This design comes from an exercise in tuning for small area on the open sky130 flow, not from production work.
In this exercise RTL edits were held to simulation tests only and were not proved equivalent to the original.

==> run a <==
// filter_chan
module filter_chan (
    input  wire        clk,
    input  wire        rst,           
    input  wire [5:0]  cfg_dec,       
    input  wire [1:0]  cfg_ord,       
    input  wire [3:0]  cfg_taps,      
    input  wire        cfg_sat32,     
    input  wire        coef_we,       
    input  wire [3:0]  coef_addr,
    input  wire [15:0] coef_data,
    input  wire        start,         
    input  wire        stop,          
    input  wire        in_valid,      
    input  wire [31:0] in_data,
    output wire        out_valid,     
    output wire [31:0] out_data
);
Settings: LEC_CHECK=0, ABC_AREA=1, CAP_MARGIN=0, CORE_MARGIN=2, CORE_UTILIZATION=60, CTS_BUF_LIST=sky130_fd_sc_hd__clkbuf_8, CTS_CLUSTER_DIAMETER=50, CTS_CLUSTER_SIZE=18, GPL_TIMING_DRIVEN=0, SLEW_MARGIN=0; clock period 25.0 ns.
standard.sh (not shown) runs the stock make flow with config.mk's settings and CLKGATE_MAP_FILE= SYNTH_SCRIPT=/design/flow/synth_recipe.tcl, a recipe that flattens the netlist after the stock synthesis.
==> flow/flow/run.sh <==
#!/bin/bash
# The standard layout (the standard.sh, ORFS from synthesis to finish),
# with two changes in what the flow is asked for:
#  - clock tree: clkbuf_8 buffers, sink clusters of 18, no dummy loads;
#  - port buffers: the smallest buffer cell (every port is still buffered).
# Each tool's full output is in the ORFS logs; make's output is in standard.log.
set -euo pipefail
export CTS_ARGS="-sink_clustering_enable -repair_clock_nets -sink_clustering_size 18 -sink_clustering_max_diameter 50 -buf_list sky130_fd_sc_hd__clkbuf_8 -dont_use_dummy_load"
export BUFFER_PORTS_ARGS="-buffer_cell sky130_fd_sc_hd__buf_1"
bash standard.sh > standard.log 2>&1
==> inputs of run b, as changes to run a <==
--- a/flow/design.v
+++ b/flow/design.v
@@ -108,39 +108,44 @@
     reg [16*33-1:0] hr;                 
     reg [8*28-1:0]  crl;                
     reg [8*28-1:0]  crh;                
     reg [27:0] c_lo;                    
     reg [27:0] c_hi;                    
     reg        ch_en, ch_rd, ch_one, ch_comb, ch_cy;    
     reg [39:0] kr;                      
     reg [47:0] acc;
-    reg [47:0] preg;                    
+    reg [14:0] plo;                     
     reg [3:0]  s_new;                   
-    reg [5:0]  scnt;                    
+    reg [5:0]  cnt;                     
     reg [5:0]  dcnt;                    
     reg        cic_pend, cic_go, cic_due;
     reg        cic_fresh_i, cic_fresh_m;    
     reg        sk_on;
-    reg [2:0]  skcnt;
-    reg        c0_on, c0cnt;
+    reg        c0_on;
     reg        fir_on, fir_pre;
-    reg [4:0]  fcnt;
     reg        pre_req, ins_pend;
+    reg        pw_pend;                 
     reg        ovalid;
     wire run   = (st == ST_RUN);
     wire setup = (st == ST_SETUP);
     wire [2:0] ph3 = ph[2:0];
     wire [55:0] c  = {c_hi, c_lo};
+    wire [5:0]  scnt  = cnt;
+    wire [2:0]  skcnt = cnt[2:0];
+    wire [4:0]  fcnt  = cnt[4:0];
+    wire        c0cnt = cnt[3];                            
+    wire        c0_go = c0_on & (c0cnt | ins_now);         
     wire [32:0] cv = c[32:0];           
     wire [32:0] head    = hr[16*33-1 -: 33];
     wire [3:0]  idx     = s_new - ph;                        
     wire        ins_now = ins_pend & (idx == 4'd0);
     wire        hclr    = setup & (scnt >= SU_CLR) & (scnt < SU_END);
-    wire [32:0] h_tail  = (ins_now | hclr) ? cv : head;
+    wire        pw_now  = pw_pend & (idx == 4'd15);
+    wire [32:0] h_tail  = (ins_now | hclr) ? cv : pw_now ? acc[47:15] : head;
     wire [27:0] chead_l = crl[8*28-1 -: 28];
     wire [27:0] chead_h = crh[8*28-1 -: 28];
     wire        cic_act = run & (cic_go | (cic_pend & (ph3 == 3'd0)));
     wire        is_comb = ph3[2];
     wire        c_en    = cic_act & (is_comb ? (cic_due & (ph3[1:0] <= ord)) : (ph3[1:0] <= ord));
     wire        c_rd    = c_en & ~(is_comb ? cic_fresh_m : cic_fresh_i);
     wire        c_one   = c_en & ~c_rd & is_comb;    
     wire        c_sub   = c_en & is_comb;
@@ -188,53 +193,55 @@
                 kc = 48'd8192;                                  
             end
         end else if (sk_on) begin
             ma   = {(skcnt == 3'd6) & sbyte[7], sbyte};
             bsel = 2'd2;
             ai   = (skcnt == 3'd0) ? AI_ZERO : (skcnt <= 3'd4) ? AI_SHR8 : AI_ACC;
             kc   = (skcnt == 3'd0) ? 48'h0000_8000_0000 : 48'd0;
             ld_s = (skcnt == 3'd6);                             
-        end else if (c0_on) begin
+        end else if (c0_go) begin
             ma = cbyte;
             ai = c0cnt ? AI_SHL8 : AI_PSH;
+        end else if (c0_on) begin
+            ma = 9'd0;                                          
         end else if (fir_on) begin
             ma   = cbyte;
             bsel = {1'b0, ins_now};
             ai   = (fcnt == 5'd0) ? AI_ZERO : (fcnt == 5'd16) ? AI_SHL8 : AI_ACC;
             kc   = (fcnt == 5'd0) ? 48'd32 : 48'd0;
         end
     end
     wire [32:0] kb = {kr[32:8], kr[7:0] & {8{~(sk_on & (skcnt == 3'd6))}}};
     wire [32:0] mb = (bsel == 2'd0) ? head : (bsel == 2'd1) ? cv : kb;
     reg  [47:0] acc_in;
     always @* begin
         case (ai)
             AI_ACC:  acc_in = acc;
             AI_SHL1: acc_in = {acc[46:0], dbit};
-            AI_SHL8: acc_in = {acc[39:0], preg[7:0] & {8{c0_on}}};
+            AI_SHL8: acc_in = {acc[39:0], plo[7:0] & {8{c0_on}}};
             AI_SHR8: acc_in = {8'd0, acc[47:8]};
-            AI_PSH:  acc_in = {8'd0, preg[47:8]};
+            AI_PSH:  acc_in = {8'd0, head, plo[14:8]};
             default: acc_in = 48'd0;
         endcase
     end
     wire [47:0] sum;
     filter_chan_mac u_mac (.a(ma), .b(mb), .acc_in(acc_in), .kin(kc), .sum(sum));
     wire signed [33:0] y = acc[47:14];
     wire [31:0] y_sat16 = y[33] ? 32'd0 : (|y[32:16]) ? 32'd65535 : {16'd0, y[15:0]};
     wire [31:0] y_sat32 = (y[33:31] == 3'b000 || y[33:31] == 3'b111) ? y[31:0] :
                           y[33] ? 32'h8000_0000 : 32'h7FFF_FFFF;
     assign out_valid = ovalid;
     assign out_data  = sat32 ? y_sat32 : y_sat16;
     always @(posedge clk) begin
         if (coef_we && (st == ST_STOP))
             coef[coef_addr] <= coef_data;
     end
     wire kr_sh  = setup & (scnt < SU_DIV + 6'd33);              
-    wire kr_rot = (sk_on & (skcnt >= 3'd4)) | c0_on;           
+    wire kr_rot = (sk_on & (skcnt >= 3'd4)) | c0_go;           
     always @(posedge clk) begin
         hr   <= {hr[15*33-1:0], h_tail};
         crl  <= {crl[7*28-1:0], cl_tail};
         crh  <= {crh[7*28-1:0], ch_tail};
         c_lo <= ld_x ? in_data[27:0] : ld_s ? sum[27:0] : cl_sum[27:0];
         c_hi <= ld_x ? {{24{in_data[31]}}, in_data[31:28]} :
                 ld_s ? {ch_sum[27:5], sum[32:28]} : ch_sum;
         ch_en   <= c_en;
@@ -257,43 +264,44 @@
             case (st)
                 ST_STOP: if (start) begin
                     dm1      <= cfg_dec;
                     ord      <= cfg_ord;
                     ntaps    <= cfg_taps;
                     sat32    <= cfg_sat32;
                     s_new    <= 4'd0;
                     dcnt     <= 6'd0;
-                    scnt     <= 6'd0;
+                    cnt      <= 6'd0;
                     cic_pend <= 1'b0;
                     cic_go   <= 1'b0;
                     cic_fresh_i <= 1'b1;
                     cic_fresh_m <= 1'b1;
                     sk_on    <= 1'b0;
                     c0_on    <= 1'b0;
                     fir_on   <= 1'b0;
                     pre_req  <= 1'b0;
                     ins_pend <= 1'b0;
+                    pw_pend  <= 1'b0;
                     st       <= ST_SETUP;
                 end
                 ST_SETUP: begin
-                    scnt <= scnt + 6'd1;
+                    cnt <= cnt + 6'd1;
                     if (scnt == SU_END) begin
-                        preg <= sum;                            
+                        plo  <= sum[14:0];                      
                         st   <= ST_RUN;
                     end
                 end
                 ST_RUN: begin
                     if (in_valid) begin
                         if (dm1 == 6'd0) begin
                             s_new    <= s_new + 4'd1;
                             ins_pend <= 1'b1;
                             fir_on   <= 1'b1;
                             fir_pre  <= 1'b0;
-                            fcnt     <= 5'd0;
+                            cnt      <= 6'd0;
                         end else begin
                             cic_pend <= 1'b1;
                             cic_due  <= (dcnt == dm1);
                             if (dcnt == dm1) begin
                                 dcnt  <= 6'd0;
                                 s_new <= s_new + 4'd1;
                             end else
                                 dcnt  <= dcnt + 6'd1;
@@ -305,52 +313,53 @@
                     end
                     if (cic_go && ph3 == 3'd7) begin
                         cic_go <= 1'b0;
                         cic_fresh_i <= 1'b0;
                         if (cic_due)
                             cic_fresh_m <= 1'b0;
                         if (cic_due) begin
                             sk_on <= 1'b1;
-                            skcnt <= 3'd0;
+                            cnt   <= 6'd0;
                         end
                     end
                     if (ins_now)
                         ins_pend <= 1'b0;
+                    if (pw_now)
+                        pw_pend <= 1'b0;
+                    if (sk_on | c0_go | fir_on)
+                        cnt <= cnt + 6'd1;
                     if (sk_on) begin
-                        skcnt <= skcnt + 3'd1;
                         if (skcnt == 3'd6) begin
                             sk_on    <= 1'b0;
                             ins_pend <= 1'b1;
                             c0_on    <= 1'b1;
-                            c0cnt    <= 1'b0;
                         end
                     end
-                    if (c0_on) begin
-                        c0cnt <= 1'b1;
+                    if (c0_go) begin
                         if (c0cnt) begin
                             c0_on   <= 1'b0;
                             ovalid  <= 1'b1;
                             pre_req <= 1'b1;
                         end
                     end
                     if (fir_on) begin
-                        fcnt <= fcnt + 5'd1;
                         if (fcnt == 5'd31) begin
                             fir_on <= 1'b0;
-                            if (fir_pre)
-                                preg   <= sum;
-                            else
+                            if (fir_pre) begin
+                                plo     <= sum[14:0];
+                                pw_pend <= 1'b1;
+                            end else
                                 ovalid <= 1'b1;
                         end
                     end
                     if (pre_req && !ins_pend && !fir_on && !sk_on && !c0_on) begin
                         pre_req <= 1'b0;
                         fir_on  <= 1'b1;
                         fir_pre <= 1'b1;
-                        fcnt    <= 5'd0;
+                        cnt     <= 6'd0;
                     end
                 end
                 default: st <= ST_STOP;
             endcase
         end
     end
 endmodule
==> flow/config.mk (replaced) <==
export PLATFORM = sky130hd
export DESIGN_NAME = filter_chan
export DESIGN_NICKNAME = filter_chan
export VERILOG_FILES = /design/flow/design.v
export SDC_FILE = /design/flow/constraint.sdc
export NUM_CORES = 4
export LEC_CHECK = 0
export ABC_AREA = 1
export CAP_MARGIN = 0
export CORE_MARGIN = 2
export CORE_UTILIZATION = 70
export CTS_BUF_LIST = sky130_fd_sc_hd__clkbuf_8
export CTS_CLUSTER_DIAMETER = 50
export CTS_CLUSTER_SIZE = 18
export SLEW_MARGIN = 0
==> notes.md <==
Cts repair resizes: run a 22; run b 0
Largest driver fanout on the critical path: run a 10; run b 13
Reg-to-Reg End: run a preg[47]$_DFFE_PP_; run b kr[0]$_DFFE_PP_
Outcome: run a finished clean; run b finished clean
Routed length on met3: run a 13870 um; run b 17330 um
Global routing usage on met3: run a 7.256%; run b 8.663%
Last weighted congestion value of the routability-driven placer: run a 1.005; run b 1.020
Mapped Nets: run a 5725; run b 5737
FP Rows: run a 111; run b 102
Sequential share of cell area: run a 56.13%; run b 56.22%
Worst-case setup slack after placement: run a -1.894 ns; run b 0.9181 ns
Arrival time of the worst setup path: run a 24.52 ns; run b 24.28 ns
Global Route Usage Sum: run a 33.31%; run b 37.05%
Well Taps: run a 1243; run b 1040
Total length of routed met2 wires: run a 70270 um; run b 64940 um
Post-synthesis simple-gate area fraction: run a 13.70%; run b 14.72%
#MultiIn Comb: run a 3043; run b 3145
Final cycle utilization of the critical path: run a 96.19%; run b 95.51%
Vias in the first global route: run a 36930; run b 37370

[separate check: timing with driven ports]
In the flow no input, the clock included, has a driving cell. The finished layouts below were timed again as built, in two steps.
Step 1 sets driving cells, clkbuf_16 on the clock port and buf_2 on the other inputs (assumed; they add their load-dependent delay and slew).
Step 2 moves the port delays by t, midway between the first and last clock arrival at a register: inputs arrive t later, outputs are due t later. That takes back most of the time a late clock gives input paths.
Three values: ideal, step 1, step 2; two values: the first two.
run	shift t [ns]	slack for setup (ns)	worst hold slack (ns)	worst setup path at the end	slew at the worst register clock pin (ns)
run a	0.855	0.954 / 0.954 / 0.954	0.230 / 0.230 / 0.230	register to register	0.11 / 0.11
run b	0.787	1.123 / 1.123 / 1.123	0.241 / 0.241 / 0.241	register to register	0.11 / 0.11
After both steps setup and hold are still met in every run listed.
